From an optimization exercise on the open Yosys and OpenROAD flow, aimed at small area, a short achievable clock period and few clock cycles per item; shortcuts taken in it are not production practice. In this exercise RTL edits were held to simulation tests only and were not proved equivalent to the original.

[flow/design.v]
module marver_judge (
    input  wire         clk,
    input  wire         rst,
    input  wire         start,
    output wire         ready,
    output reg          done,
    output reg  [4:0]   rule_addr,
    input  wire [127:0] rule_data,
    input  wire [2:0]   src,
    input  wire [47:0]  tend,
    input  wire [47:0]  last_tend,
    input  wire [16:0]  idur,
    input  wire [15:0]  cap_ofs,
    input  wire         clock_suspect,
    input  wire [2:0]   reg_count,
    input  wire [239:0] reg_v,
    input  wire [239:0] last_reg,
    input  wire [11:0]  rkind,
    input  wire [23:0]  roll,
    input  wire [17:0]  vexp,
    input  wire [5:0]   vmap,
    input  wire [1:0]   phase,
    input  wire         vf_valid,
    input  wire [31:0]  vf,
    output wire [7:0]   outcome,
    output wire [7:0]   detail,
    output reg  [31:0]  fail_mask,
    output reg  [5:0]   skip_count,
    output wire [2:0]   qual,
    output wire [5:0]   spike_mask,
    output wire [5:0]   roll_mask,
    output wire [6:0]   fill_count,
    output wire         fill_refused
);
    localparam K_RANGE = 4'd1, K_RATE = 4'd2, K_MONO = 4'd3, K_CONT = 4'd4,
               K_CLOCK = 4'd5, K_PHASE = 4'd6, K_CROSS = 4'd7;
    localparam A_REJECT = 2'd0, A_REPAIR = 2'd2;
    localparam S_IDLE = 2'd0, S_DIV = 2'd1, S_RUN = 2'd2;
    localparam DS = 3;               
    localparam DK = 3;               
    reg [1:0] state;
    assign ready = (state == S_IDLE);
    function [39:0] pow10;
        input [3:0] e;
        pow10 = (e == 4'd0)  ? 40'd1 :
                (e == 4'd1)  ? 40'd10 :
                (e == 4'd2)  ? 40'd100 :
                (e == 4'd3)  ? 40'd1000 :
                (e == 4'd4)  ? 40'd10000 :
                (e == 4'd5)  ? 40'd100000 :
                (e == 4'd6)  ? 40'd1000000 :
                (e == 4'd7)  ? 40'd10000000 :
                (e == 4'd8)  ? 40'd100000000 :
                (e == 4'd9)  ? 40'd1000000000 :
                (e == 4'd10) ? 40'd10000000000 :
                (e == 4'd11) ? 40'd100000000000 :
                (e == 4'd12) ? 40'd1000000000000 : 40'd0;
    endfunction
    function [15:0] pow5;
        input [2:0] e;
        pow5 = (e == 3'd0) ? 16'd1 :
               (e == 3'd1) ? 16'd5 :
               (e == 3'd2) ? 16'd25 :
               (e == 3'd3) ? 16'd125 :
               (e == 3'd4) ? 16'd625 :
               (e == 3'd5) ? 16'd3125 : 16'd15625;
    endfunction
    function [39:0] sel40;
        input [239:0] bus;
        input [2:0]   x;
        case (x)
            3'd0: sel40 = bus[39:0];
            3'd1: sel40 = bus[79:40];
            3'd2: sel40 = bus[119:80];
            3'd3: sel40 = bus[159:120];
            3'd4, 3'd6: sel40 = bus[199:160];
            default: sel40 = bus[239:200];
        endcase
    endfunction
    function [3:0] sel4;
        input [23:0] bus;
        input [2:0]  x;
        case (x)
            3'd0: sel4 = bus[3:0];
            3'd1: sel4 = bus[7:4];
            3'd2: sel4 = bus[11:8];
            3'd3: sel4 = bus[15:12];
            3'd4, 3'd6: sel4 = bus[19:16];
            default: sel4 = bus[23:20];
        endcase
    endfunction
    function [2:0] sel3;
        input [17:0] bus;
        input [2:0]  x;
        case (x)
            3'd0: sel3 = bus[2:0];
            3'd1: sel3 = bus[5:3];
            3'd2: sel3 = bus[8:6];
            3'd3: sel3 = bus[11:9];
            3'd4, 3'd6: sel3 = bus[14:12];
            default: sel3 = bus[17:15];
        endcase
    endfunction
    function [1:0] sel2;
        input [11:0] bus;
        input [2:0]  x;
        case (x)
            3'd0: sel2 = bus[1:0];
            3'd1: sel2 = bus[3:2];
            3'd2: sel2 = bus[5:4];
            3'd3: sel2 = bus[7:6];
            3'd4, 3'd6: sel2 = bus[9:8];
            default: sel2 = bus[11:10];
        endcase
    endfunction
    function sel1;
        input [5:0] bus;
        input [2:0] x;
        case (x)
            3'd0: sel1 = bus[0];
            3'd1: sel1 = bus[1];
            3'd2: sel1 = bus[2];
            3'd3: sel1 = bus[3];
            3'd4, 3'd6: sel1 = bus[4];
            default: sel1 = bus[5];
        endcase
    endfunction
    wire [47:0] delta = tend - last_tend;
    reg         hist, hinz, over, zq;
    reg  [16:0] idur_r;
    reg  [18:0] idur3_r;
    reg  [16:0] rem;
    reg  [17:0] qd;               
    reg  [1:0]  dcnt;
    reg  [16:0] r_t;
    reg  [17:0] q_t;
    reg  [18:0] sh;
    reg  [19:0] d1, d2, d3;
    integer k;
    always @(*) begin
        r_t = rem;
        q_t = qd;
        for (k = 0; k < DS; k = k + 1) begin
            sh  = {r_t, q_t[17:16]};
            d1  = {1'b0, sh} - {3'b000, idur_r};
            d2  = {1'b0, sh} - {2'b00, idur_r, 1'b0};
            d3  = {1'b0, sh} - {1'b0, idur3_r};
            q_t = {q_t[15:0], 2'b00};
            if (!d3[19])      begin r_t = d3[16:0]; q_t[1:0] = 2'd3; end
            else if (!d2[19]) begin r_t = d2[16:0]; q_t[1:0] = 2'd2; end
            else if (!d1[19]) begin r_t = d1[16:0]; q_t[1:0] = 2'd1; end
            else              begin r_t = sh[16:0]; end
        end
    end
    wire [16:0] dmid   = {rem[14:0], qd[17:16]};
    wire over_w = (dcnt == 2'd0) ? (hinz || (dmid >= idur_r)) : over;
    wire zq_w   = (dcnt == 2'd0) ? (!hinz && (dmid == 17'd0) && (idur_r[16] || (qd[15:0] < idur_r[15:0]))) : zq;
    wire [15:0] n_fin = !hist ? 16'd1 : over_w ? 16'hFFFF : zq_w ? 16'd1 : q_t[15:0];
    wire [15:0] n = qd[15:0];
    wire [15:0] g = n - 16'd1;
    wire gdef = hist && !over && (rem == 17'd0);
    reg        fetching;
    reg        dv;            
    reg [4:0]  didx;
    wire [3:0] kind    = rule_data[127:124];
    wire [1:0] action  = rule_data[123:122];
    wire [2:0] ra      = rule_data[121:119];
    wire [2:0] rb      = rule_data[118:116];
    wire [1:0] opt     = rule_data[115:114];
    wire [5:0] srcmask = rule_data[109:104];
    wire [39:0] p1     = rule_data[79:40];
    wire [39:0] p2     = rule_data[39:0];
    reg  [5:0] rolled;
    wire d_range = (kind == K_RANGE), d_rate = (kind == K_RATE), d_mono = (kind == K_MONO),
         d_cont = (kind == K_CONT), d_clock = (kind == K_CLOCK), d_phase = (kind == K_PHASE),
         d_cross = (kind == K_CROSS);
    wire d_live = (kind != 4'd0) && srcmask[src];
    reg         e_prep;
    reg  [2:0]  e_ra_q;
    wire [2:0]  xi = e_prep ? e_ra_q : (kind == K_CROSS) ? rb : ra;
    wire [39:0] va = sel40(reg_v, xi);
    wire [39:0] la = sel40(last_reg, xi);
    wire [1:0]  rkx = sel2(rkind, xi);
    wire        rkx0 = (rkx == 2'd0);
    wire        rlx = sel1(rolled, xi);
    wire [1:0]  rka = sel2(rkind, ra);
    wire [1:0]  rkb = sel2(rkind, rb);
    wire [3:0]  rca = sel4(roll, ra);
    wire [3:0]  rcx = sel4(roll, xi);
    wire [2:0]  ea  = sel3(vexp, ra);
    wire        rla = sel1(rolled, ra);
    wire        rlb = sel1(rolled, rb);
    wire        rka0 = (rka == 2'd0), rkb0 = (rkb == 2'd0);
    wire need = d_rate || d_mono || d_cont || (d_cross && (rka0 || rkb0));
    wire d_skip = (ra >= reg_count) || (d_cross && (rb >= reg_count)) || (need && !hist) ||
                  (d_mono && !rka0) ||
                  (d_phase && (!vf_valid || (phase == 2'd0) || !sel1(vmap, ra)));
    wire d_two = d_live && !d_skip && ((d_rate && rka0) || d_phase);
    wire d_xtwo = d_live && !d_skip && d_cross;     
    wire d_hold = d_two || d_xtwo;
    wire        va_hi = ~va[39] & (|va[38:33]);
    wire        va_lo =  va[39] & ~(&va[38:33]);
    wire [33:0] va_c  = va_hi ? {1'b0, {33{1'b1}}} : va_lo ? {1'b1, 33'd0} : va[33:0];
    reg  [41:0] va_s;
    always @(*) begin
        case (ea)
            3'd0: va_s = {{8{va_c[33]}}, va_c};
            3'd1: va_s = {{7{va_c[33]}}, va_c, 1'b0};
            3'd2: va_s = {{6{va_c[33]}}, va_c, 2'b0};
            3'd3: va_s = {{5{va_c[33]}}, va_c, 3'b0};
            3'd4: va_s = {{4{va_c[33]}}, va_c, 4'b0};
            3'd5: va_s = {{3{va_c[33]}}, va_c, 5'b0};
            default: va_s = {{2{va_c[33]}}, va_c, 6'b0};
        endcase
    end
    wire x_cross = e_prep || d_cross;
    wire signed [41:0] a_term = (d_clock && !e_prep) ? {{26{cap_ofs[15]}}, cap_ofs} :
                                {{2{va[39]}}, va};
    wire        use_la = x_cross ? rkx0 : (d_rate || d_mono);
    wire        use_sa = x_cross ? (rkx0 && rlx) : (d_mono || (d_rate && rka0 && rla));
    wire signed [41:0] l_term = use_la ? {{2{la[39]}}, la} : 42'd0;
    wire signed [41:0] s_term = use_sa ? {2'b00, pow10(rcx)} : 42'd0;
    wire signed [41:0] d_da = a_term - l_term + s_term;
    wire signed [41:0] d_qb = d_cross ? d_da : {10'd0, vf};
    wire signed [41:0] d_dx = d_phase ? va_s : d_da;
    reg         e_valid, e_sub, e_two;
    reg  [3:0]  e_kind;
    reg  [1:0]  e_act, e_opt;
    reg  [2:0]  e_ra, e_rb;
    reg         e_live, e_skip, e_rka0, e_rkb0, e_rla, e_rlb, e_cs, e_phase_b;
    reg  [4:0]  e_idx;
    reg  [3:0]  e_rc;
    reg  [2:0]  e_e;
    reg  signed [39:0] e_p1, e_p2;
    reg  signed [41:0] e_da, e_qb;
    reg         e_f0;
    wire e_range = (e_kind == K_RANGE), e_rate = (e_kind == K_RATE), e_mono = (e_kind == K_MONO),
         e_cont = (e_kind == K_CONT), e_clock = (e_kind == K_CLOCK), e_phase = (e_kind == K_PHASE),
         e_cross = (e_kind == K_CROSS);
    reg  [5:0] mono_seen;
    reg  [5:0] used_unrolled;
    wire e_rolled_a = rolled[e_ra];
    wire e_is_rec = e_mono && (e_act == A_REPAIR) && !mono_seen[e_ra];
    wire [44:0] x_da = {{3{e_da[41]}}, e_da};
    wire [44:0] x_qb = {{3{e_qb[41]}}, e_qb};
    wire [44:0] x_p1 = {{5{e_p1[39]}}, e_p1};
    wire [44:0] x_p2 = {{5{e_p2[39]}}, e_p2};
    wire [44:0] x_sp = {5'd0, pow10(e_rc)};
    wire        c1_i1 = e_rate || e_cross;
    wire        c1_ip = e_range || e_clock;
    wire [44:0] c1_t1 = x_da ^ {45{c1_i1}};
    wire [44:0] c1_t2 = (e_rate ? x_p2 : x_p1) ^ {45{c1_ip}};
    wire [44:0] c1_t3 = e_mono ? ~x_sp : e_cross ? x_qb : 45'd0;
    wire [1:0]  c1_k  = {1'b0, c1_i1} + {1'b0, c1_ip} + {1'b0, e_mono};
    wire [44:0] c1_s  = c1_t1 + c1_t2 + c1_t3 + {43'd0, c1_k};
    wire        c1 = c1_s[44];
    wire        c2_i1 = e_range || e_clock;
    wire [44:0] c2_t1 = x_da ^ {45{c2_i1}};
    wire [44:0] c2_t2 = e_cross ? x_p1 : e_mono ? 45'd0 : x_p2;
    wire [44:0] c2_t3 = e_cross ? ~x_qb : 45'd0;
    wire [1:0]  c2_k  = {1'b0, c2_i1} + {1'b0, e_cross};
    wire [44:0] c2_s  = c2_t1 + c2_t2 + c2_t3 + {43'd0, c2_k};
    wire        c2 = c2_s[44];
    wire [39:0] cp_a = e_phase ? e_da[39:0] : ((e_rate && e_sub) || e_mono) ? e_p2 : e_p1;
    wire [15:0] cp_b = e_phase ? pow5(e_e) : n;
    wire [17:0] bx   = {2'b00, cp_b};
    reg  [57:0] pp_sum;
    reg  [57:0] pp_row;
    reg  [40:0] pp_m, pp_r;
    reg  [57:0] pp_neg;
    reg  [57:0] pp_cst;
    reg  [2:0]  bd;
    integer j;
    always @(*) begin
        pp_sum = 58'd0;
        pp_neg = 58'd0;
        pp_cst = 58'd0;
        for (j = 0; j < 9; j = j + 1) begin
            bd = {bx[2*j+1], bx[2*j], (j == 0) ? 1'b0 : bx[2*j-1]};
            pp_m = ((bd[1] ^ bd[0]) ? {cp_a[39], cp_a} : 41'd0) |
                   (((bd == 3'b011) || (bd == 3'b100)) ? {cp_a, 1'b0} : 41'd0);
            pp_r = pp_m ^ {41{bd[2] & ~(bd[1] & bd[0])}};
            pp_neg[2*j] = bd[2] & ~(bd[1] & bd[0]);
            pp_row = {17'd0, ~pp_r[40], pp_r[39:0]} << (2*j);
            pp_sum = pp_sum + pp_row;
            pp_cst = pp_cst + (58'd1 << (40 + 2*j));
        end
    end
    wire [41:0] w1 = ~(e_phase ? e_qb : e_da);
    wire [41:0] w2 = e_cross ? ~e_qb : e_phase ? (e_sub ? {{2{e_p2[39]}}, e_p2} : ~{{2{e_p1[39]}}, e_p1}) : 42'd0;
    wire [1:0]  cp_k = (e_cross) ? 2'd2 : (e_rate && !e_sub) ? 2'd0 : 2'd1;
    wire [57:0] cp_s = pp_sum + pp_neg - pp_cst +
                       {16'd0, ~w1[41], w1[40:0]} + {16'd0, ~w2[41], w2[40:0]} -
                       (58'd1 << 42) + {56'd0, cp_k};
    wire        cp = cp_s[57];
    reg bad;
    always @(*) begin
        case (e_kind)
            K_RANGE: bad = c1 || c2;
            K_RATE:  bad = e_rka0 ? (e_f0 || cp) : (c1 || c2);
            K_MONO:  bad = (e_is_rec || !e_rolled_a) && c1;
            K_CONT:  bad = !gdef || (n != 16'd1);
            K_CLOCK: bad = c1 || c2 || e_cs;
            K_PHASE: bad = e_f0 || cp;
            K_CROSS: bad = (e_opt == 2'd0) ? c1 : (e_opt == 2'd1) ? (c1 || c2) : cp;
            default: bad = 1'b0;
        endcase
    end
    wire f0_now = !cp;
    wire e_fin = e_valid && !e_prep && (!e_two || e_sub);
    wire act   = e_live && !e_skip;
    wire fail  = act && bad;
    wire roll_ok = e_is_rec && act && (e_rc != 4'd0) && c1 && !c2 && !cp;
    wire rejects = fail && ((e_act == A_REJECT) ||
                            ((e_act == A_REPAIR) && ((e_rate && e_rka0) || (e_mono && !roll_ok))));
    reg [5:0] rolled_n, uu_n;
    always @(*) begin
        rolled_n = rolled;
        uu_n = used_unrolled;
        if (e_fin && e_live && e_is_rec) rolled_n[e_ra] = roll_ok;
        if (e_fin && act) begin
            if ((e_rate && e_rka0 && !e_rla) || (e_cross && e_rka0 && !e_rla) ||
                (e_mono && !e_is_rec && !e_rolled_a))
                uu_n[e_ra] = 1'b1;
            if (e_cross && e_rkb0 && !e_rlb)
                uu_n[e_rb] = 1'b1;
        end
    end
    reg        pass2;
    reg        rej_seen;
    reg [4:0]  rej_idx;
    reg        other_fail;
    reg [5:0]  spikes;
    reg        cont_seen, fill_ok;
    wire last = e_fin && (e_idx == 5'd31);
    wire redo = last && !pass2 && ((uu_n & rolled_n) != 6'd0);
    wire edited = (spikes != 6'd0) || (rolled != 6'd0);
    assign outcome      = rej_seen ? 8'h16 : edited ? 8'h02 : 8'h00;
    assign detail       = rej_seen ? (8'h60 + {3'd0, rej_idx}) : 8'h00;
    assign qual         = rej_seen ? 3'b000 : {edited, 1'b0, !other_fail};
    assign spike_mask   = rej_seen ? 6'd0 : spikes;
    assign roll_mask    = rej_seen ? 6'd0 : rolled;
    assign fill_count   = (!rej_seen && cont_seen && fill_ok) ? g[6:0] : 7'd0;
    assign fill_refused = !rej_seen && cont_seen && !fill_ok;
    wire fetch_go = (state == S_DIV) && (dcnt == DK - 2);
    always @(posedge clk) begin
            if (dv) begin
                e_ra_q  <= ra;
                e_two   <= d_two;
                e_kind  <= kind;
                e_act   <= action;
                e_opt   <= opt;
                e_ra    <= ra;
                e_rb    <= rb;
                e_live  <= d_live;
                e_skip  <= d_skip;
                e_rka0  <= rka0;
                e_rkb0  <= rkb0;
                e_rla   <= rla;
                e_rlb   <= rlb;
                e_cs    <= opt[0] && clock_suspect;
                e_idx   <= didx;
                e_rc    <= rca;
                e_e     <= ea;
                e_p1    <= p1;
                e_p2    <= p2;
                e_da    <= d_dx;
                e_qb    <= d_qb;
            end else if (e_prep) begin
                e_da    <= d_da;
                e_rla   <= rlx;
            end
            if (e_valid && e_two && !e_sub) e_f0 <= f0_now;
    end
    always @(posedge clk) begin
        if (rst) begin
            state     <= S_IDLE;
            done      <= 1'b0;
            rule_addr <= 5'd0;
            fetching  <= 1'b0;
            dv        <= 1'b0;
            e_valid   <= 1'b0;
            e_prep    <= 1'b0;
        end else begin
            done <= 1'b0;
            case (state)
                S_IDLE: begin
                    if (start) begin
                        state  <= S_DIV;
                        dcnt   <= 2'd0;
                        hist   <= (last_tend != 48'd0) && (tend > last_tend);
                        hinz    <= |delta[47:33];
                        rem     <= {2'b00, delta[32:18]};
                        qd      <= delta[17:0];
                        idur_r  <= idur;
                        idur3_r <= {2'b00, idur} + {1'b0, idur, 1'b0};
                        rolled <= 6'd0;
                        used_unrolled <= 6'd0;
                        mono_seen <= 6'd0;
                        pass2      <= 1'b0;
                        skip_count <= 6'd0;
                        rej_seen   <= 1'b0;
                        rej_idx    <= 5'd0;
                        other_fail <= 1'b0;
                        spikes     <= 6'd0;
                        cont_seen  <= 1'b0;
                        fill_ok    <= 1'b0;
                    end
                end
                S_DIV: begin
                    dcnt <= dcnt + 2'd1;
                    if (dcnt == 2'd0) begin
                        over <= over_w;
                        zq   <= zq_w;
                    end
                    rem <= r_t;
                    if (dcnt == DK - 1) begin
                        qd    <= {2'b00, n_fin};
                        state <= S_RUN;
                    end else begin
                        qd <= q_t;
                    end
                end
                default: ;
            endcase
            if (fetch_go || (fetching && !(dv && d_hold))) begin
                dv        <= 1'b1;
                didx      <= rule_addr;
                rule_addr <= rule_addr + 5'd1;
                fetching  <= (rule_addr != 5'd31);
            end else begin
                dv <= 1'b0;
            end
            if (dv) begin
                e_valid <= 1'b1;
                e_sub   <= 1'b0;
                e_prep  <= d_xtwo;
            end else if (e_prep) begin
                e_prep  <= 1'b0;
            end else if (e_valid && e_two && !e_sub) begin
                e_sub   <= 1'b1;
            end else begin
                e_valid <= 1'b0;
            end
            if (e_fin) begin
                fail_mask <= {fail, fail_mask[31:1]};
                if (e_live && e_skip) skip_count <= skip_count + 6'd1;
                if (fail) begin
                    if (!e_cont) other_fail <= 1'b1;
                    if (e_rate && (e_act == A_REPAIR) && !e_rka0) spikes[e_ra] <= 1'b1;
                    if (e_cont && (e_act == A_REPAIR) && !cont_seen) begin
                        cont_seen <= 1'b1;
                        fill_ok   <= gdef && (n != 16'd1) && (g <= {9'd0, e_p1[6:0]});
                    end
                end
                if (rejects && !rej_seen) begin
                    rej_seen <= 1'b1;
                    rej_idx  <= e_idx;
                end
                if (e_live && e_mono && (e_act == A_REPAIR)) mono_seen[e_ra] <= 1'b1;
                rolled        <= rolled_n;
                used_unrolled <= uu_n;
            end
            if (last) begin
                if (redo) begin
                    pass2      <= 1'b1;
                    fetching   <= 1'b1;
                    rule_addr  <= 5'd0;
                    skip_count <= 6'd0;
                    rej_seen   <= 1'b0;
                    other_fail <= 1'b0;
                    spikes     <= 6'd0;
                    cont_seen  <= 1'b0;
                    fill_ok    <= 1'b0;
                    mono_seen  <= 6'd0;
                end else begin
                    done  <= 1'b1;
                    state <= S_IDLE;
                end
            end
        end
    end
endmodule
[flow/flow/run.sh]
#!/bin/bash
# Standard layout (the standard.sh, unchanged synthesis and steps); the
# port buffers are the library's smallest buffer instead of the delay cell
# buffer_ports picks by itself.
set -e
export BUFFER_PORTS_ARGS="-buffer_cell sky130_fd_sc_hd__buf_1"
bash standard.sh > standard.log 2>&1
[flow/standard.sh]
#!/bin/bash
# synth_recipe.tcl (not shown) runs the flow's synth.tcl, then flattens the netlist and writes it again
# the make line also repeats each setting of config.mk as NAME=value (left out here)
make -C /OpenROAD-flow-scripts/flow DESIGN_CONFIG=/design/flow/config.mk WORK_HOME=/design/flow/orfs CLKGATE_MAP_FILE= SYNTH_SCRIPT=/design/flow/synth_recipe.tcl "${@:-finish}"
[flow/config.mk]
export PLATFORM = sky130hd
export DESIGN_NAME = marver_judge
export DESIGN_NICKNAME = marver_judge
export VERILOG_FILES = /design/flow/design.v
export SDC_FILE = /design/flow/constraint.sdc
export NUM_CORES = 4
export LEC_CHECK = 0
export CAP_MARGIN = 40
export CORE_MARGIN = 2
export CORE_UTILIZATION = 40
export CTS_CLUSTER_DIAMETER = 60
export CTS_CLUSTER_SIZE = 20
export SLEW_MARGIN = 40
[flow/constraint.sdc]
create_clock -name core_clock -period 20.0 [get_ports {clk}]
set_input_delay 4.0000 -clock core_clock [delete_from_list [all_inputs] [get_ports {clk}]]
set_output_delay 4.0000 -clock core_clock [all_outputs]
set_load 0.01 [all_outputs]
==> run summary, run 1 <==
status=finished clean; post-route antenna net violation count=0; Placer Congestion=1.039; initial drt markers=6,443; Setup Skew=0.03937 ns; Post-Synthesis Cells=7,225; DIE AREA=162,400 sq um; crit path kind=input port to flip-flop; Yosys top cell area share=16.65%; Synth area leaders=edfxtp_1 (17%), fa_1 (15%), ha_1 (12%); Die Span X=403.0 microns; CTS buffer count=39; CTS clk-pin slew, worst paths=0.08 ns; FILL cells=15,750; unrepaired setup endpoints after global routing=no; Main synth FF type=edfxtp_1; crit-path max cell delay=0.59 ns; final core occ=45.03%; PortBufs=890; DIE HEIGHT=403.0 microns; Setup crit end kind=flip-flop; Initial Utilization=40.24%; # rows=146; Synth Warn #=1; io pins=926; Clock Path Buffers=3; clock root cell=clkbuf_16; H-tree depth=2; setup tns final=0 ns; Synth area leader=edfxtp_1; vias in the first global route=59,720; Residual DRC=0; wire per inst=29.24 microns; Detailed Routing Iterations Pass 1=7; Synth cell types=106; Final Hold Fails=0; crit path launch type=input port; hold buffers post-CTS=0; initial antenna violation count=39; Rel. slew slack=36.70%; worst endpoint data arrival time=12.82 ns; vias per inst=6.064; drt total wl=294,000 microns; Max-cap violations=0; largest net degree at the start of global routing=92; Hold Crit Class=flip-flop to flip-flop; share of flip-flops with an asynchronous set or reset=0%; Synth Cell Area=63,670 sq um; Req. time, crit path=20.47 ns; Seq/Total Area, Yosys=17.03%; Post-synth EDFFs=353; GRT Resource Usage Total=35.12%; Post-CTS Resized=0; share of post-route cells with drive strength above 1=6.643%; Period Utilization, post-route=61.71%; final net count=9,840; Tmin final=12.34 ns; vias=60,970; core area=158,200 sq um; post-CTS setup buffers=0; worst skew pair latency=0.64 ns; CTS tree=built; achievable frequency=81.02 MHz; max-slew violation count=0; CTS sink count=365; Seq cells post-synth=365; first-pass GRT wire length=417,300 microns; final HPWL from detailed placement=242,800 microns; slowest CP cell=buf_4; Area Growth Syn to Fin=11.89%; Final setup viols=0; Worst Tran Pin Value=0.9396 ns; gr ovfl total=0; worst-path fanout max=53; synthesized area per cell=8.812 sq um
[cell families after synthesis]
group / synth area share, %
adders and majority gates: 26.92
and+or+nand+nor: 12.81
DFF: 17.03
muxes: 8.136
other: 0.005890
AOI/OAI and AO/OA: 20.48
buffers and inverters: 6.312
xor gates and xnor gates: 8.309
[routing by layer]
metal / track usage [%] / vias up / wire (microns)
li1: - / 27400 / -
met1: 43.03 / 29830 / 112700
met2: 55.94 / 3145 / 131400
met3: 7.110 / 589 / 26590
met4: 23.37 / 6 / 23210
met5: 0 / - / 44
[critical path: cells and delay by family]
kind,cells,cell delay [ns]
AO/OA/AOI/OAI,15,3.60
buffers and inverters,6,1.97
AND/OR/NAND/NOR,7,1.51
multiplexers,2,0.82
adder cells (fa/ha/maj),2,0.82
[registers in the layout, indices dropped and copies added, names as in the netlist, 16 cells and up]
name       count
e_da          42
e_qb          42
e_p1          40
e_p2          40
fail_mask     32
idur3_r       19
qd            18
rem           17
idur_r        16
[stage by stage]
stage | worst slack [ns] | hold slack, ns | std cells | instance area [sq um]
3_3_place_gp | 6.894 | 0.4007 | 9939 | 69410
4_1_cts | 7.671 | 0.4221 | 10020 | 71090
5_1_grt | 7.134 | 0.4315 | 10050 | 71230
2_1_floorplan | 9.470 | 0.4003 | 7231 | 63690
3_5_place_dp | 7.014 | 0.4045 | 9946 | 69650
6_report | 7.658 | 0.4220 | 10060 | 71240
[final cells by class]
type / instances / area, sq um / share of cell area (%)
clock inverter: 32 / 467.9 / 0.6569
inverter: 602 / 2260 / 3.172
clock buffer: 40 / 979.7 / 1.375
tap: 2072 / 2592 / 3.639
antenna: 35 / 87.58 / 0.1229
multi-input combinational: 5837 / 49170 / 69.02
timing repair buffer: 1072 / 4838 / 6.792
sequential: 365 / 10840 / 15.22
[cells in the final DEF (no fill, tap or decap), types with 38 or more instances in the layout]
cell type / Yosys / final
a211oi_1: 49 / 49
a21o_1: 164 / 164
a21oi_1: 503 / 480
a22o_1: 43 / 43
a22oi_1: 289 / 289
a31oi_1: 44 / 42
buf_1: 39 / 888
buf_4: 23 / 168
clkbuf_16: 0 / 39
edfxtp_1: 353 / 353
fa_1: 481 / 481
ha_1: 600 / 600
inv_1: 595 / 595
mux2i_1: 264 / 259
mux4_2: 98 / 98
nand2_1: 582 / 580
nand2b_1: 59 / 59
nand3_1: 136 / 136
nand4_1: 52 / 52
nor2_1: 518 / 507
nor2b_1: 79 / 78
nor3_1: 92 / 91
o211ai_1: 73 / 73
o21a_1: 57 / 56
o21ai_0: 356 / 349
o221ai_1: 38 / 38
o22ai_1: 97 / 97
or2_2: 45 / 44
xnor2_1: 385 / 385
xor2_1: 219 / 219
[synth_stat cells (20+ instances only)]
cell / count
buf_2: 20
a21boi_0: 21
clkbuf_1: 339
mux2i_1: 264
buf_1: 39
a21o_1: 164
nand3_1: 136
mux2_2: 26
mux4_2: 98
ha_1: 600
a22oi_1: 289
a22o_1: 43
o21a_1: 57
nand2_1: 582
nand4_1: 52
fa_1: 481
o21ai_0: 356
o221ai_1: 38
nand2b_1: 59
buf_4: 23
xnor2_1: 385
and2_1: 33
a31oi_1: 44
and3_1: 37
a21oi_1: 503
o22ai_1: 97
nor2b_1: 79
edfxtp_1: 353
o211ai_1: 73
a211oi_1: 49
inv_1: 595
nor3_1: 92
or3_1: 28
xor2_1: 219
nor4_1: 39
o31ai_1: 20
or2_2: 45
o21bai_1: 23
nor2_1: 518
[worst paths after layout]
| check | from | endpoint | slack [ns] | cells past startpoint |
|---|---|---|---|---|
| setup reg to reg | e_kind[2] | spikes[1] | 8.35 | 33 |
| setup / recovery | rule_data[125] | e_da[40] | 7.66 | 32 |
| hold / removal | didx[3] | e_idx[3] | 0.42 | 0 |
| hold reg to reg | didx[3] | e_idx[3] | 0.42 | 0 |
Testbench counts, summed over its fixed seeds: cycles 76,380, items 1,920.
==> inputs of run 2 (changes only) <==
==> flow/run.sh (new file) <==
#!/bin/bash
# synth_recipe.tcl (not shown) runs the flow's synth.tcl, then flattens the netlist and writes it again
# the make line also repeats each setting of config.mk as NAME=value (left out here)
make -C /OpenROAD-flow-scripts/flow DESIGN_CONFIG=/design/flow/config.mk WORK_HOME=/design/flow/orfs CLKGATE_MAP_FILE= SYNTH_SCRIPT=/design/flow/synth_recipe.tcl finish
removed: flow/flow/run.sh
removed: flow/standard.sh
==> run summary, run 2 <==
Final setup viols=0 (unchanged); placed cell count=9,910 (was 9,946); drt total wl=292,900 microns (was 294,000 microns); post-CTS setup buffers=0 (unchanged); largest net degree at the start of global routing=92 (unchanged); final HPWL from detailed placement=239,700 microns (was 242,800 microns); H-tree depth=2 (unchanged); share of post-route cells with drive strength above 1=6.276% (was 6.643%); Main synth FF type=edfxtp_1 (unchanged); hold buffers post-CTS=0 (unchanged); Worst Tran Pin Value=0.9325 ns (was 0.9396 ns); Setup crit end kind=flip-flop (unchanged); GRT Resource Usage Total=35.00% (was 35.12%); Detailed Routing Iterations Pass 1=9 (was 7); vias=60,970 (unchanged); Yosys top cell area share=16.65% (unchanged); DIE AREA=162,400 sq um (unchanged); most frequent cells in the layout=clkdlybuf4s50_1 (889), ha_1 (600), inv_1 (595), nand2_1 (580), nor2_1 (507) (was buf_1 (888), ha_1 (600), inv_1 (595), nand2_1 (580), nor2_1 (507)); io pins=926 (unchanged); vias per inst=6.093 (was 6.064); CTS clk-pin slew, worst paths=0.07 ns (was 0.08 ns); Synth Warn #=1 (unchanged); crit path launch type=input port (unchanged); FILL cells=15,140 (was 15,750); post-route antenna net violation count=0 (unchanged); Area Growth Syn to Fin=20.12% (was 11.89%); DIE HEIGHT=403.0 microns (unchanged); commonest cells in the synthesized netlist=ha_1 (600), inv_1 (595), nand2_1 (582), nor2_1 (518), a21oi_1 (503) (unchanged); vias in the first global route=59,850 (was 59,720); Post-CTS Resized=0 (unchanged); crit path kind=input port to flip-flop (unchanged); Post-synth EDFFs=353 (unchanged); Residual DRC=0 (unchanged); leading cell type in the layout, fill and taps excluded=clkdlybuf4s50_1 (was buf_1); core area=158,200 sq um (unchanged); CTS tree=built (unchanged); worst endpoint data arrival time=12.56 ns (was 12.82 ns); gr ovfl total=0 (unchanged); unrepaired setup endpoints after global routing=no (unchanged); Synth area leader=edfxtp_1 (unchanged); Req. time, crit path=20.36 ns (was 20.47 ns); Period Utilization, post-route=61.01% (was 61.71%); final core occ=48.34% (was 45.03%); initial antenna violation count=45 (was 39); Synth Cell Area=63,670 sq um (unchanged); Seq/Total Area, Yosys=17.03% (unchanged); critical path's most frequent cell=a21oi_1; Non-Filler Instances=10,010 (was 10,060); crit-path max cell delay=0.62 ns (was 0.59 ns); top flop regs=e_da x42, e_qb x42 (unchanged); synthesized area per cell=8.812 sq um (unchanged); cell with the most instances after synthesis=ha_1 (unchanged); Final Hold Fails=0 (unchanged); slowest CP cell=clkdlybuf4s50_1 (was buf_4); clock root cell=clkbuf_16 (unchanged); Max-cap violations=0 (unchanged); status=finished clean (unchanged); Hold Crit Class=flip-flop to flip-flop (unchanged); Post-Synthesis Cells=7,225 (unchanged); CTS buffer count=36 (was 39); Seq cells post-synth=365 (unchanged); Placer Congestion=1.022 (was 1.039); Rel. slew slack=36.05% (was 36.70%); Setup Skew=0.02037 ns (was 0.03937 ns); final net count=9,801 (was 9,840); hold slack=0.4281 ns (was 0.4220 ns); Top delay family on crit path=compound AO/OA/AOI/OAI gates (unchanged); Clock Path Buffers=3 (unchanged); Synth area leaders=edfxtp_1 (17%), fa_1 (15%), ha_1 (12%) (unchanged); PortBufs=890 (unchanged); setup tns final=0 ns (unchanged); achievable frequency=81.96 MHz (was 81.02 MHz); share of flip-flops with an asynchronous set or reset=0% (unchanged); worst-path fanout max=91 (was 53); # rows=146 (unchanged); Bufs and invs on worst path=5 (was 6); Initial Utilization=40.24% (unchanged); CTS sink count=365 (unchanged); max-slew violation count=0 (unchanged); wire per inst=29.27 microns (was 29.24 microns); Synth cell types=106 (unchanged); Die Span X=403.0 microns (unchanged); first-pass GRT wire length=416,500 microns (was 417,300 microns); Tmin final=12.20 ns (was 12.34 ns); initial drt markers=7,017 (was 6,443); worst skew pair latency=0.64 ns (about the same)
## run 2: cell count changes in the layout (fill, tap and decap cells not counted), moves of 3 or more
| cell | before | now |
|---|---|---|
| diode_2 | 35 | 31 |
| a21oi_2 | 22 | 17 |
| a21oi_1 | 480 | 473 |
| buf_16 | 4 | 0 |
| a21oi_4 | 2 | 14 |
| buf_6 | 7 | 4 |
| buf_1 | 888 | 0 |
| inv_16 | 5 | 1 |
| clkdlybuf4s50_1 | 0 | 889 |
| buf_12 | 0 | 3 |
| buf_4 | 168 | 136 |
## run 2: layout make-up
class / instances / area [sq um] / share of cell area, %
timing repair buffer: 1036 / 10070 / 13.17
antenna: 31 / 77.57 / 0.1014
clock buffer: 37 / 925.9 / 1.211
tap: 2072 / 2592 / 3.390
sequential: 365 / 10840 / 14.18
inverter: 602 / 2260 / 2.955
clock inverter: 26 / 379.1 / 0.4957
multi-input combinational: 5837 / 49320 / 64.49
## run 2: metal layers
metal	wire [microns]	track usage, %	up-vias	share of wire (%)
met3	27650	8.018	593	9.4
met4	21170	21.81	24	7.2
met5	183	0	-	0.062
li1	-	-	27300	-
met2	133700	56.26	3284	46
met1	110200	42.45	29770	38
## run 2: cell families (layout without fill, tap and decap cells)
| logic type | after synthesis | count (layout) | synth area share, % |
|---|---|---|---|
| buffers and inverters | 1029 | 1701 | 6.312 |
| other | 1 | 38 | 0.005890 |
| adder cells (fa/ha/maj) | 1081 | 1081 | 26.92 |
| flip-flops | 365 | 365 | 17.03 |
| XOR/XNOR | 604 | 604 | 8.309 |
| multiplexers | 390 | 390 | 8.136 |
| AO/OA/AOI/OAI | 1987 | 1987 | 20.48 |
| AND/OR/NAND/NOR | 1768 | 1768 | 12.81 |
## run 2: through the flow
step / area (sq um) / worst slack (ns)
5_1_grt: 76450 / 7.365
4_1_cts: 76320 / 7.860
3_3_place_gp: 74750 / 7.248
3_5_place_dp: 75010 / 7.165
2_1_floorplan: 63690 / 9.470
6_report: 76470 / 7.799
## run 2: final timing paths
check,slack [ns],start,cells past startpoint,endpoint
hold / removal,0.43,didx[2],0,e_idx[2]
setup reg to reg,8.14,e_kind[2],34,rej_idx[1]
setup / recovery,7.80,rule_data[127],29,e_da[38]
hold reg to reg,0.43,didx[2],0,e_idx[2]
==> inputs of run 3 (changes only) <==
--- a/flow/design.v
+++ b/flow/design.v
@@ -57,12 +57,12 @@
                 (e == 4'd12) ? 40'd1000000000000 : 40'd0;
     endfunction
-    function [15:0] pow5;
+    function [15:0] pscale;
         input [2:0] e;
-        pow5 = (e == 3'd0) ? 16'd1 :
-               (e == 3'd1) ? 16'd5 :
-               (e == 3'd2) ? 16'd25 :
-               (e == 3'd3) ? 16'd125 :
-               (e == 3'd4) ? 16'd625 :
-               (e == 3'd5) ? 16'd3125 : 16'd15625;
+        pscale = (e == 3'd0) ? 16'd1 :
+                 (e == 3'd1) ? 16'd10 :
+                 (e == 3'd2) ? 16'd100 :
+                 (e == 3'd3) ? 16'd1000 :
+                 (e == 3'd4) ? 16'd10000 :
+                 (e == 3'd5) ? 16'd50000 : 16'd62500;
     endfunction
     function [39:0] sel40;
@@ -177,6 +177,5 @@
     wire d_live = (kind != 4'd0) && srcmask[src];
     reg         e_prep;
-    reg  [2:0]  e_ra_q;
-    wire [2:0]  xi = e_prep ? e_ra_q : (kind == K_CROSS) ? rb : ra;
+    wire [2:0]  xi = e_prep ? e_rb : ra;
     wire [39:0] va = sel40(reg_v, xi);
     wire [39:0] la = sel40(last_reg, xi);
@@ -202,16 +201,6 @@
     wire        va_lo =  va[39] & ~(&va[38:33]);
     wire [33:0] va_c  = va_hi ? {1'b0, {33{1'b1}}} : va_lo ? {1'b1, 33'd0} : va[33:0];
-    reg  [41:0] va_s;
-    always @(*) begin
-        case (ea)
-            3'd0: va_s = {{8{va_c[33]}}, va_c};
-            3'd1: va_s = {{7{va_c[33]}}, va_c, 1'b0};
-            3'd2: va_s = {{6{va_c[33]}}, va_c, 2'b0};
-            3'd3: va_s = {{5{va_c[33]}}, va_c, 3'b0};
-            3'd4: va_s = {{4{va_c[33]}}, va_c, 4'b0};
-            3'd5: va_s = {{3{va_c[33]}}, va_c, 5'b0};
-            default: va_s = {{2{va_c[33]}}, va_c, 6'b0};
-        endcase
-    end
+    wire [41:0] va_s = (ea == 3'd5) ? {{7{va_c[33]}}, va_c, 1'b0} :
+                       (ea == 3'd6) ? {{4{va_c[33]}}, va_c, 4'b0} : {{8{va_c[33]}}, va_c};
     wire x_cross = e_prep || d_cross;
     wire signed [41:0] a_term = (d_clock && !e_prep) ? {{26{cap_ofs[15]}}, cap_ofs} :
@@ -222,5 +211,5 @@
     wire signed [41:0] s_term = use_sa ? {2'b00, pow10(rcx)} : 42'd0;
     wire signed [41:0] d_da = a_term - l_term + s_term;
-    wire signed [41:0] d_qb = d_cross ? d_da : {10'd0, vf};
+    wire signed [41:0] d_qb = {10'd0, vf};
     wire signed [41:0] d_dx = d_phase ? va_s : d_da;
     reg         e_valid, e_sub, e_two;
@@ -235,4 +224,5 @@
     reg  signed [41:0] e_da, e_qb;
     reg         e_f0;
+    reg         f_rtcr, f_rgcl, f_rate, f_mono, f_cross, f_phase, f_ap2, f_ap12, f_one, f_w1pos, f_k2;
     wire e_range = (e_kind == K_RANGE), e_rate = (e_kind == K_RATE), e_mono = (e_kind == K_MONO),
          e_cont = (e_kind == K_CONT), e_clock = (e_kind == K_CLOCK), e_phase = (e_kind == K_PHASE),
@@ -247,21 +237,14 @@
     wire [44:0] x_p2 = {{5{e_p2[39]}}, e_p2};
     wire [44:0] x_sp = {5'd0, pow10(e_rc)};
-    wire        c1_i1 = e_rate || e_cross;
-    wire        c1_ip = e_range || e_clock;
+    wire        c1_i1 = f_rtcr;
+    wire        c1_ip = f_rgcl;
     wire [44:0] c1_t1 = x_da ^ {45{c1_i1}};
-    wire [44:0] c1_t2 = (e_rate ? x_p2 : x_p1) ^ {45{c1_ip}};
-    wire [44:0] c1_t3 = e_mono ? ~x_sp : e_cross ? x_qb : 45'd0;
-    wire [1:0]  c1_k  = {1'b0, c1_i1} + {1'b0, c1_ip} + {1'b0, e_mono};
+    wire [44:0] c1_t2 = (f_rate ? x_p2 : x_p1) ^ {45{c1_ip}};
+    wire [44:0] c1_t3 = f_mono ? ~x_sp : f_cross ? x_qb : 45'd0;
+    wire [1:0]  c1_k  = {1'b0, c1_i1} + {1'b0, c1_ip} + {1'b0, f_mono};
     wire [44:0] c1_s  = c1_t1 + c1_t2 + c1_t3 + {43'd0, c1_k};
     wire        c1 = c1_s[44];
-    wire        c2_i1 = e_range || e_clock;
-    wire [44:0] c2_t1 = x_da ^ {45{c2_i1}};
-    wire [44:0] c2_t2 = e_cross ? x_p1 : e_mono ? 45'd0 : x_p2;
-    wire [44:0] c2_t3 = e_cross ? ~x_qb : 45'd0;
-    wire [1:0]  c2_k  = {1'b0, c2_i1} + {1'b0, e_cross};
-    wire [44:0] c2_s  = c2_t1 + c2_t2 + c2_t3 + {43'd0, c2_k};
-    wire        c2 = c2_s[44];
-    wire [39:0] cp_a = e_phase ? e_da[39:0] : ((e_rate && e_sub) || e_mono) ? e_p2 : e_p1;
-    wire [15:0] cp_b = e_phase ? pow5(e_e) : n;
+    wire [39:0] cp_a = f_phase ? e_da[39:0] : (f_ap2 || (f_ap12 && e_sub)) ? e_p2 : e_p1;
+    wire [15:0] cp_b = f_phase ? pscale(e_e) : f_one ? 16'd1 : n;
     wire [17:0] bx   = {2'b00, cp_b};
     reg  [57:0] pp_sum;
@@ -287,7 +270,7 @@
         end
     end
-    wire [41:0] w1 = ~(e_phase ? e_qb : e_da);
-    wire [41:0] w2 = e_cross ? ~e_qb : e_phase ? (e_sub ? {{2{e_p2[39]}}, e_p2} : ~{{2{e_p1[39]}}, e_p1}) : 42'd0;
-    wire [1:0]  cp_k = (e_cross) ? 2'd2 : (e_rate && !e_sub) ? 2'd0 : 2'd1;
+    wire [41:0] w1 = (f_phase ? e_qb : e_da) ^ {42{!f_w1pos}};
+    wire [41:0] w2 = f_cross ? ~e_qb : f_phase ? (e_sub ? {{2{e_p2[39]}}, e_p2} : ~{{2{e_p1[39]}}, e_p1}) : 42'd0;
+    wire [1:0]  cp_k = f_k2 ? 2'd2 : f_rate ? ((f_ap12 && e_sub) ? 2'd1 : 2'd0) : 2'd1;
     wire [57:0] cp_s = pp_sum + pp_neg - pp_cst +
                        {16'd0, ~w1[41], w1[40:0]} + {16'd0, ~w2[41], w2[40:0]} -
@@ -297,11 +280,11 @@
     always @(*) begin
         case (e_kind)
-            K_RANGE: bad = c1 || c2;
-            K_RATE:  bad = e_rka0 ? (e_f0 || cp) : (c1 || c2);
+            K_RANGE: bad = c1 || cp;
+            K_RATE:  bad = e_rka0 ? (e_f0 || cp) : (c1 || cp);
             K_MONO:  bad = (e_is_rec || !e_rolled_a) && c1;
             K_CONT:  bad = !gdef || (n != 16'd1);
-            K_CLOCK: bad = c1 || c2 || e_cs;
+            K_CLOCK: bad = c1 || cp || e_cs;
             K_PHASE: bad = e_f0 || cp;
-            K_CROSS: bad = (e_opt == 2'd0) ? c1 : (e_opt == 2'd1) ? (c1 || c2) : cp;
+            K_CROSS: bad = (e_opt == 2'd0) ? c1 : (e_opt == 2'd1) ? (c1 || cp) : cp;
             default: bad = 1'b0;
         endcase
@@ -311,5 +294,5 @@
     wire act   = e_live && !e_skip;
     wire fail  = act && bad;
-    wire roll_ok = e_is_rec && act && (e_rc != 4'd0) && c1 && !c2 && !cp;
+    wire roll_ok = e_is_rec && act && (e_rc != 4'd0) && c1 && !e_da[41] && !cp;
     wire rejects = fail && ((e_act == A_REJECT) ||
                             ((e_act == A_REPAIR) && ((e_rate && e_rka0) || (e_mono && !roll_ok))));
@@ -346,5 +329,4 @@
     always @(posedge clk) begin
             if (dv) begin
-                e_ra_q  <= ra;
                 e_two   <= d_two;
                 e_kind  <= kind;
@@ -367,7 +349,18 @@
                 e_da    <= d_dx;
                 e_qb    <= d_qb;
+                f_rtcr  <= d_rate || d_cross;
+                f_rgcl  <= d_range || d_clock;
+                f_rate  <= d_rate;
+                f_mono  <= d_mono;
+                f_cross <= d_cross;
+                f_phase <= d_phase;
+                f_ap2   <= (d_rate && !rka0) || d_mono || d_range || d_clock;
+                f_ap12  <= d_rate && rka0;
+                f_one   <= d_range || d_clock || (d_rate && !rka0) || (d_cross && (opt == 2'd1));
+                f_w1pos <= (d_rate && !rka0) || (d_cross && (opt == 2'd1));
+                f_k2    <= d_cross && (opt != 2'd1);
             end else if (e_prep) begin
-                e_da    <= d_da;
-                e_rla   <= rlx;
+                e_qb    <= d_da;
+                e_rlb   <= rlx;
             end
             if (e_valid && e_two && !e_sub) e_f0 <= f0_now;
==> flow/flow/run.sh (new file) <==
#!/bin/bash
# Standard layout (the standard.sh, unchanged synthesis and steps); the
# port buffers are the library's smallest buffer instead of the delay cell
# buffer_ports picks by itself.
set -e
export BUFFER_PORTS_ARGS="-buffer_cell sky130_fd_sc_hd__buf_1"
bash standard.sh > standard.log 2>&1
==> flow/standard.sh (new file) <==
#!/bin/bash
# synth_recipe.tcl (not shown) runs the flow's synth.tcl, then flattens the netlist and writes it again
# the make line also repeats each setting of config.mk as NAME=value (left out here)
make -C /OpenROAD-flow-scripts/flow DESIGN_CONFIG=/design/flow/config.mk WORK_HOME=/design/flow/orfs CLKGATE_MAP_FILE= SYNTH_SCRIPT=/design/flow/synth_recipe.tcl "${@:-finish}"
removed: flow/run.sh
==> run summary, run 3 <==
status=finished clean (unchanged); leading cell type in the layout, fill and taps excluded=buf_1 (was clkdlybuf4s50_1); max-slew violation count=0 (unchanged); Setup Skew=0.06868 ns (was 0.02037 ns); post-synthesis compound-gate area fraction=21.74% (was 20.48%); first-pass GRT wire length=419,500 microns (was 416,500 microns); H-tree depth=2 (unchanged); worst endpoint data arrival time=12.01 ns (was 12.56 ns); FILL cells=15,410 (was 15,140); Synth Area in Adders=25.84% (was 26.92%); Non-Filler Instances=9,874 (was 10,010); Max-cap violations=0 (unchanged); Req. time, crit path=20.33 ns (was 20.36 ns); Yosys top cell area share=17.43% (was 16.65%); initial antenna violation count=62 (was 45); Final setup viols=0 (unchanged); Post-synth EDFFs=354 (was 353); synthesized area per cell=8.552 sq um (was 8.812 sq um); Hold Crit Class=flip-flop to flip-flop (unchanged); DIE AREA=155,600 sq um (was 162,400 sq um); design area=68,460 sq um (was 76,470 sq um); RR Startpoint=idur_r[1] (was e_kind[2]); DIE HEIGHT=394.4 microns (was 403.0 microns); vias per inst=6.063 (was 6.093); core area=151,700 sq um (was 158,200 sq um); CTS buffer count=48 (was 36); cell with the most instances after synthesis=nand2_1 (was ha_1); Main synth FF type=edfxtp_1 (unchanged); Residual DRC=0 (unchanged); Initial Utilization=40.19% (was 40.24%); post-CTS setup buffers=0 (unchanged); achievable frequency=85.62 MHz (was 81.96 MHz); worst skew pair latency=0.68 ns (was 0.64 ns); setup tns final=0 ns (unchanged); hold slack=0.3781 ns (was 0.4281 ns); Period Utilization, post-route=58.40% (was 61.01%); most frequent cells in the layout=buf_1 (890), nand2_1 (713), inv_1 (612), ha_1 (557), a21oi_1 (478) (was clkdlybuf4s50_1 (889), ha_1 (600), inv_1 (595), nand2_1 (580), nor2_1 (507)); Post-Synthesis Cells=7,130 (was 7,225); Clock Path Buffers=3 (unchanged); hold buffers post-CTS=0 (unchanged); crit-path max cell delay=0.67 ns (was 0.62 ns); CTS tree=built (unchanged); Tmin final=11.68 ns (was 12.20 ns); PortBufs=890 (unchanged); Die Span X=394.4 microns (was 403.0 microns); commonest cells in the synthesized netlist=nand2_1 (714), inv_1 (612), ha_1 (557), a21oi_1 (483), fa_1 (439) (was ha_1 (600), inv_1 (595), nand2_1 (582), nor2_1 (518), a21oi_1 (503)); largest net degree at the start of global routing=153 (was 92); Worst Tran Pin Value=0.9606 ns (was 0.9325 ns); initial drt markers=7,064 (was 7,017); Synth area leaders=edfxtp_1 (17%), fa_1 (14%), ha_1 (11%) (was edfxtp_1 (17%), fa_1 (15%), ha_1 (12%)); Bufs and invs on worst path=2 (was 5); placed cell count=9,747 (was 9,910); final core occ=45.12% (was 48.34%); Post-CTS Resized=0 (unchanged); slowest CP cell=nor2_1 (was clkdlybuf4s50_1); Final WS setup=8.321 ns (was 7.799 ns); clock root cell=clkbuf_16 (unchanged); Synth Cell Area=60,970 sq um (was 63,670 sq um); worst-path fanout max=14 (was 91); multi-input logic area=46,320 sq um (was 49,320 sq um); Placer Congestion=1.044 (was 1.022); Synth Warn #=1 (unchanged); # rows=143 (was 146); wire per inst=30.27 microns (was 29.27 microns); drt total wl=298,800 microns (was 292,900 microns); Area Growth Syn to Fin=12.28% (was 20.12%); main combinational cell family by area after synthesis=adder cells (unchanged); Synth Area in Simple Gates=12.97% (was 12.81%); share of post-route cells with drive strength above 1=5.240% (was 6.276%); crit path launch type=flip-flop (was input port); hold path start=didx[0] (was didx[2]); gr ovfl total=0 (unchanged); top flop regs=e_da x42, e_qb x42 (unchanged); post-route antenna net violation count=0 (unchanged); crit path from=idur_r[1] (was rule_data[127]); Final Hold Fails=0 (unchanged); vias in the first global route=56,900 (was 59,850); pre-CTS setup slack=8.283 ns (was 7.165 ns); Detailed Routing Iterations Pass 1=6 (was 9); Synth area leader=edfxtp_1 (unchanged); Placed Area=66,610 sq um (was 75,010 sq um); CTS clk-pin slew, worst paths=0.08 ns (was 0.07 ns); GRT Resource Usage Total=37.17% (was 35.00%); Setup crit end kind=flip-flop (unchanged); Top delay family on crit path=compound AO/OA/AOI/OAI gates (unchanged); crit path kind=flip-flop to flip-flop (was input port to flip-flop); flip-flop and latch area=11,070 sq um (was 10,840 sq um); Seq/Total Area, Yosys=18.16% (was 17.03%); io pins=926 (unchanged); Rel. slew slack=35.75% (was 36.05%); vias=59,870 (was 60,970); final HPWL from detailed placement=244,600 microns (was 239,700 microns); unrepaired setup endpoints after global routing=no (unchanged); Synth cell types=94 (was 106); Seq cells post-synth=376 (was 365); CTS sink count=376 (was 365); mux contribution to synthesized area=5.138% (was 8.136%); post-synthesis xor/xnor area fraction=9.495% (was 8.309%); share of flip-flops with an asynchronous set or reset=0% (unchanged); final net count=9,605 (was 9,801)
[run 3: changes by cell type in the layout (fill, tap and decap cells not counted), sizes merged, moves of 43 or more]
cell           before   now
mux2               27    70
a211oi             52   145
nor2              520   384
nand2             584   715
and2               36   121
mux4               98    13
mux2i             265   205
clkdlybuf4s50     889     0
buf               147  1022
nand3             136    89
a31oi              44   102
ha                600   557
[run 3: layout make-up]
| type | instances | share of cell area [%] |
|---|---|---|
| diodes | 38 | 0.1389 |
| clock buffers | 51 | 1.802 |
| clock inverters | 38 | 0.6981 |
| inverters | 618 | 3.388 |
| multi-input cells | 5701 | 67.66 |
| flip-flops and latches | 376 | 16.18 |
| well taps | 2030 | 3.710 |
| repair buffers | 1022 | 6.422 |
[run 3: kinds of logic after synthesis]
family          after synthesis
other cells                   1
xor+xnor                    661
fa+ha+maj                   996
mux                         288
compound gates             2034
buf+inv                    1059
simple gates               1715
flops                       376
[run 3: routing by layer]
layer / global-route usage [%] / vias up / part of all wire (%) / routed length, microns
li1: - / 26630 / - / -
met1: 48.85 / 29480 / 40 / 120200
met4: 18.46 / 22 / 5.8 / 17400
met2: 57.48 / 3178 / 44 / 132300
met5: 0 / - / 0.051 / 152
met3: 8.303 / 553 / 9.6 / 28820
[run 3: worst paths after layout]
check / end / slack (ns) / depth (start not counted)
max: rem[15] / 8.32 / 32
min: e_idx[0] / 0.38 / 0
max reg2reg: rem[15] / 8.32 / 32
min reg2reg: e_idx[0] / 0.38 / 0
Testbench counts of run 3, summed over its fixed seeds: cycles 76,380, items 1,920.
==> inputs of run 4 (changes only) <==
--- a/flow/design.v
+++ b/flow/design.v
@@ -37,6 +37,6 @@
     localparam A_REJECT = 2'd0, A_REPAIR = 2'd2;
     localparam S_IDLE = 2'd0, S_DIV = 2'd1, S_RUN = 2'd2;
-    localparam DS = 3;               
-    localparam DK = 3;               
+    localparam DS = 2;               
+    localparam DK = 4;               
     reg [1:0] state;
     assign ready = (state == S_IDLE);
@@ -131,8 +131,8 @@
     reg  [18:0] idur3_r;
     reg  [16:0] rem;
-    reg  [17:0] qd;               
-    reg  [1:0]  dcnt;
+    reg  [15:0] qd;               
+    reg  [2:0]  dcnt;
     reg  [16:0] r_t;
-    reg  [17:0] q_t;
+    reg  [15:0] q_t;
     reg  [18:0] sh;
     reg  [19:0] d1, d2, d3;
@@ -142,9 +142,9 @@
         q_t = qd;
         for (k = 0; k < DS; k = k + 1) begin
-            sh  = {r_t, q_t[17:16]};
+            sh  = {r_t, q_t[15:14]};
             d1  = {1'b0, sh} - {3'b000, idur_r};
             d2  = {1'b0, sh} - {2'b00, idur_r, 1'b0};
             d3  = {1'b0, sh} - {1'b0, idur3_r};
-            q_t = {q_t[15:0], 2'b00};
+            q_t = {q_t[13:0], 2'b00};
             if (!d3[19])      begin r_t = d3[16:0]; q_t[1:0] = 2'd3; end
             else if (!d2[19]) begin r_t = d2[16:0]; q_t[1:0] = 2'd2; end
@@ -153,9 +153,9 @@
         end
     end
-    wire [16:0] dmid   = {rem[14:0], qd[17:16]};
-    wire over_w = (dcnt == 2'd0) ? (hinz || (dmid >= idur_r)) : over;
-    wire zq_w   = (dcnt == 2'd0) ? (!hinz && (dmid == 17'd0) && (idur_r[16] || (qd[15:0] < idur_r[15:0]))) : zq;
-    wire [15:0] n_fin = !hist ? 16'd1 : over_w ? 16'hFFFF : zq_w ? 16'd1 : q_t[15:0];
-    wire [15:0] n = qd[15:0];
+    wire [16:0] dmid   = rem;
+    wire over_w = (dcnt == 3'd0) ? (hinz || (dmid >= idur_r)) : over;
+    wire zq_w   = (dcnt == 3'd0) ? (!hinz && (dmid == 17'd0) && (idur_r[16] || (qd < idur_r[15:0]))) : zq;
+    wire [15:0] n_fin = !hist ? 16'd1 : over_w ? 16'hFFFF : zq_w ? 16'd1 : q_t;
+    wire [15:0] n = qd;
     wire [15:0] g = n - 16'd1;
     wire gdef = hist && !over && (rem == 17'd0);
@@ -198,4 +198,6 @@
     wire d_xtwo = d_live && !d_skip && d_cross;     
     wire d_hold = d_two || d_xtwo;
+    wire d_needn = d_live && !d_skip && ((d_rate && rka0) || (d_mono && (action == A_REPAIR)) || d_cont ||
+                                         (d_cross && opt[1]));
     wire        va_hi = ~va[39] & (|va[38:33]);
     wire        va_lo =  va[39] & ~(&va[38:33]);
@@ -291,5 +293,8 @@
     end
     wire f0_now = !cp;
-    wire e_fin = e_valid && !e_prep && (!e_two || e_sub);
+    reg  e_needn;
+    wire n_ready = (state == S_RUN);
+    wire e_go  = !e_needn || n_ready;
+    wire e_fin = e_valid && !e_prep && e_go && (!e_two || e_sub);
     wire act   = e_live && !e_skip;
     wire fail  = act && bad;
@@ -326,8 +331,13 @@
     assign fill_count   = (!rej_seen && cont_seen && fill_ok) ? g[6:0] : 7'd0;
     assign fill_refused = !rej_seen && cont_seen && !fill_ok;
-    wire fetch_go = (state == S_DIV) && (dcnt == DK - 2);
+    wire fetch_go  = (state == S_IDLE) && start;
+    wire div_last  = (state == S_DIV) && (dcnt == DK - 1);
+    wire d_wait    = dv && d_needn && !(div_last || n_ready);
+    reg  fwait, fwait_two;
+    wire f_release = fwait && (fwait_two ? n_ready : div_last);
     always @(posedge clk) begin
             if (dv) begin
                 e_two   <= d_two;
+                e_needn <= d_needn;
                 e_kind  <= kind;
                 e_act   <= action;
@@ -364,5 +374,5 @@
                 e_rlb   <= rlx;
             end
-            if (e_valid && e_two && !e_sub) e_f0 <= f0_now;
+            if (e_valid && !e_prep && e_go && e_two && !e_sub) e_f0 <= f0_now;
     end
     always @(posedge clk) begin
@@ -372,4 +382,5 @@
             rule_addr <= 5'd0;
             fetching  <= 1'b0;
+            fwait     <= 1'b0;
             dv        <= 1'b0;
             e_valid   <= 1'b0;
@@ -381,9 +392,9 @@
                     if (start) begin
                         state  <= S_DIV;
-                        dcnt   <= 2'd0;
+                        dcnt   <= 3'd0;
                         hist   <= (last_tend != 48'd0) && (tend > last_tend);
                         hinz    <= |delta[47:33];
-                        rem     <= {2'b00, delta[32:18]};
-                        qd      <= delta[17:0];
+                        rem     <= delta[32:16];
+                        qd      <= delta[15:0];
                         idur_r  <= idur;
                         idur3_r <= {2'b00, idur} + {1'b0, idur, 1'b0};
@@ -402,6 +413,6 @@
                 end
                 S_DIV: begin
-                    dcnt <= dcnt + 2'd1;
-                    if (dcnt == 2'd0) begin
+                    dcnt <= dcnt + 3'd1;
+                    if (dcnt == 3'd0) begin
                         over <= over_w;
                         zq   <= zq_w;
@@ -409,5 +420,5 @@
                     rem <= r_t;
                     if (dcnt == DK - 1) begin
-                        qd    <= {2'b00, n_fin};
+                        qd    <= n_fin;
                         state <= S_RUN;
                     end else begin
@@ -417,5 +428,10 @@
                 default: ;
             endcase
-            if (fetch_go || (fetching && !(dv && d_hold))) begin
+            if (d_wait) begin
+                fwait     <= 1'b1;
+                fwait_two <= d_two;
+                dv        <= 1'b0;
+            end else if ((fwait && f_release && fetching) || (!fwait && (fetch_go || (fetching && !(dv && d_hold))))) begin
+                fwait     <= 1'b0;
                 dv        <= 1'b1;
                 didx      <= rule_addr;
@@ -423,4 +439,5 @@
                 fetching  <= (rule_addr != 5'd31);
             end else begin
+                if (f_release) fwait <= 1'b0;
                 dv <= 1'b0;
             end
@@ -431,4 +448,6 @@
             end else if (e_prep) begin
                 e_prep  <= 1'b0;
+            end else if (e_valid && !e_go) begin
+                e_valid <= 1'b1;
             end else if (e_valid && e_two && !e_sub) begin
                 e_sub   <= 1'b1;
--- a/flow/config.mk
+++ b/flow/config.mk
@@ -6,8 +6,8 @@
 export NUM_CORES = 4
 export LEC_CHECK = 0
-export CAP_MARGIN = 40
+export CAP_MARGIN = 0
 export CORE_MARGIN = 2
 export CORE_UTILIZATION = 40
 export CTS_CLUSTER_DIAMETER = 60
 export CTS_CLUSTER_SIZE = 20
-export SLEW_MARGIN = 40
+export SLEW_MARGIN = 0
==> run summary, run 4 <==
main combinational cell family by area after synthesis=adder cells (unchanged); cell with the most instances after synthesis=inv_1 (was nand2_1); share of post-route cells with drive strength above 1=5.182% (was 5.240%); Non-Filler Instances=9,259 (was 9,874); Main synth FF type=edfxtp_1 (unchanged); Rel. slew slack=17.96% (was 35.75%); Seq/Total Area, Yosys=19.19% (was 18.16%); Post-synth EDFFs=355 (was 354); achievable frequency=87.47 MHz (was 85.62 MHz); Final WS setup=8.568 ns (was 8.321 ns); commonest cells in the synthesized netlist=inv_1 (580), ha_1 (522), nor2_1 (465), a21oi_1 (464), fa_1 (436) (was nand2_1 (714), inv_1 (612), ha_1 (557), a21oi_1 (483), fa_1 (439)); CTS clk-pin slew, worst paths=0.08 ns (about the same); PortBufs=890 (unchanged); io pins=926 (unchanged); drt total wl=272,700 microns (was 298,800 microns); Clock Path Buffers=3 (unchanged); top flop regs=e_da x42, e_qb x42 (unchanged); post-route antenna net violation count=0 (unchanged); largest net degree at the start of global routing=125 (was 153); DIE AREA=148,000 sq um (was 155,600 sq um); Final setup viols=0 (unchanged); # rows=139 (was 143); Req. time, crit path=20.35 ns (was 20.33 ns); crit path launch type=input port (was flip-flop); status=finished clean (unchanged); FILL cells=14,380 (was 15,410); hold slack=0.4245 ns (was 0.3781 ns); Yosys top cell area share=18.39% (was 17.43%); hold buffers post-CTS=0 (unchanged); Post-CTS Resized=0 (unchanged); wire per inst=29.45 microns (was 30.27 microns); leading cell type in the layout, fill and taps excluded=buf_1 (unchanged); Post-Synthesis Cells=6,607 (was 7,130); Placer Congestion=1.039 (was 1.044); Worst Tran Pin Value=1.229 ns (was 0.9606 ns); initial antenna violation count=70 (was 62); synthesized area per cell=8.773 sq um (was 8.552 sq um); CTS tree=built (unchanged); share of flip-flops with an asynchronous set or reset=0% (unchanged); Detailed Routing Iterations Pass 1=24 (was 6); worst endpoint data arrival time=11.78 ns (was 12.01 ns); vias per inst=6.159 (was 6.063); Placed Area=63,400 sq um (was 66,610 sq um); DIE HEIGHT=384.7 microns (was 394.4 microns); first-pass GRT wire length=383,800 microns (was 419,500 microns); Seq cells post-synth=378 (was 376); unrepaired setup endpoints after global routing=no (unchanged); max-slew violation count=0 (unchanged); Residual DRC=0 (unchanged); post-synthesis xor/xnor area fraction=9.293% (was 9.495%); Hold Crit Class=flip-flop to flip-flop (unchanged); mux contribution to synthesized area=3.961% (was 5.138%); final HPWL from detailed placement=221,900 microns (was 244,600 microns); vias=57,020 (was 59,870); core area=143,700 sq um (was 151,700 sq um); most frequent cells in the layout=buf_1 (887), inv_1 (580), ha_1 (522), a21oi_1 (458), nor2_1 (454) (was buf_1 (890), nand2_1 (713), inv_1 (612), ha_1 (557), a21oi_1 (478)); clock root cell=clkbuf_16 (unchanged); pre-CTS setup slack=8.118 ns (was 8.283 ns); Setup Skew=0.05350 ns (was 0.06868 ns); gr ovfl total=0 (unchanged); initial drt markers=6,693 (was 7,064); Max-cap violations=0 (unchanged); Synth Area in Adders=26.33% (was 25.84%); setup tns final=0 ns (unchanged); worst-path fanout max=59 (was 14); design area=65,050 sq um (was 68,460 sq um); Synth area leaders=edfxtp_1 (18%), fa_1 (15%), ha_1 (11%) (was edfxtp_1 (17%), fa_1 (14%), ha_1 (11%)); GRT Resource Usage Total=35.66% (was 37.17%); Synth Warn #=1 (unchanged); Die Span X=384.7 microns (was 394.4 microns); Setup crit end kind=flip-flop (unchanged); Initial Utilization=40.35% (was 40.19%); worst skew pair latency=0.64 ns (was 0.68 ns); Period Utilization, post-route=57.16% (was 58.40%); CTS buffer count=40 (was 48); CTS sink count=378 (was 376); crit path kind=input port to flip-flop (was flip-flop to flip-flop); post-synthesis compound-gate area fraction=23.19% (was 21.74%); Synth Area in Simple Gates=11.25% (was 12.97%); flip-flop and latch area=11,120 sq um (was 11,070 sq um); Final Hold Fails=0 (unchanged); placed cell count=9,125 (was 9,747); final core occ=45.28% (was 45.12%); Synth area leader=edfxtp_1 (unchanged); Area Growth Syn to Fin=12.23% (was 12.28%); vias in the first global route=53,820 (was 56,900); final net count=9,064 (was 9,605); H-tree depth=2 (unchanged); multi-input logic area=43,270 sq um (was 46,320 sq um); Synth Cell Area=57,960 sq um (was 60,970 sq um); Synth cell types=104 (was 94); post-CTS setup buffers=0 (unchanged); Tmin final=11.43 ns (was 11.68 ns)
==> run 4: cell count changes after synthesis, moves of 44 or more <==
| cell | change |
|---|---|
| a21o_1 | -56 |
| nor2_1 | +82 |
| a211oi_1 | -87 |
| a22oi_1 | +50 |
| mux2_2 | -44 |
| nand2_1 | -294 |
| and2_0 | -55 |
| a221oi_1 | +65 |
| a31oi_1 | -62 |
==> run 4: final cells by class <==
class | count | share of cell area, %
antenna | 62 | 0.2385
tap | 1903 | 3.660
clock inverter | 27 | 0.6905
timing repair buffer | 1032 | 6.800
clock buffer | 45 | 1.600
inverter | 588 | 3.393
sequential | 378 | 17.10
multi-input combinational | 5224 | 66.52
==> run 4: cells by family (layout without fill, tap and decap cells) <==
family,after synthesis,count (layout)
AOI/OAI and AO/OA,2028,2028
and+or+nand+nor,1406,1406
buffers and inverters,1011,1692
adders and majority gates,958,958
xor gates and xnor gates,615,615
DFF,378,378
muxes,210,210
other,1,69
==> run 4: final timing paths <==
check,depth (start not counted),to,slack [ns],from
setup / recovery,25,e_da[30],8.57,rule_data[120]
hold / removal,0,e_idx[3],0.42,didx[3]
setup reg to reg,29,rej_idx[3],8.70,f_phase
hold reg to reg,0,e_idx[3],0.42,didx[3]
==> run 4: routing by layer <==
metal  part of all wire [%]  vias up  routed length, microns  track usage [%]
met5                  0.060        -                     163                0
met4                    7.0       26                   19090            21.48
met1                     38    27950                  103700            44.88
li1                       -    25150                       -                -
met2                     44     3283                  119100            53.94
met3                     11      617                   30700            10.40
==> run 4: worst max-delay path: stages <==
cell and delay, ns:
clkbuf_2 0.07, buf_4 0.34, nor3b_1 0.69, or2_4 0.59, buf_4 0.48, buf_4 0.63
a221oi_1 0.23, a21oi_1 0.18, buf_4 0.25, a221oi_1 0.08, nor2_1 0.67, nand2_1 0.16
nand2_1 0.13, fa_1 0.42, ha_1 0.33, o21a_1 0.17, o21ai_0 0.08, a211oi_1 0.48
a41o_1 0.35, a31oi_1 0.19, o31ai_1 0.39, a21o_1 0.18, a21oi_1 0.07, xor2_1 0.35
o21ai_0 0.17
Testbench counts of run 4, summed over its fixed seeds: cycles 73,791, items 1,920.

what the ideal ports hide:
In the flow no input, the clock included, has a driving cell. The finished layouts below were timed again as built, in two steps. Step 1, drivers: a clkbuf_16 drives clk and a buf_2 each remaining input, both assumed. Step 2, shift: input delay + t, output delay - t, t = (earliest + latest rising clock arrival at the registers) / 2. This alone moves slack from input paths to output paths. Three values: ideal, step 1, step 2; two values: the first two.
run | t (ns) | setup slack, ns | worst register clock-pin slew, ns
run 1 | 0.702 | 7.658 / 7.530 / 6.828 | 0.08 / 0.08
run 2 | 0.706 | 7.799 / 7.649 / 6.943 | 0.08 / 0.08
run 3 | 0.706 | 8.321 / 8.321 / 8.067 | 0.08 / 0.08
run 4 | 0.677 | 8.568 / 8.608 / 7.930 | 0.09 / 0.09
After both steps setup and hold are still met in every run listed. For run 2, which loses most, drivers alone change the setup slack by -0.150 ns; drivers and shift together by -0.856 ns.
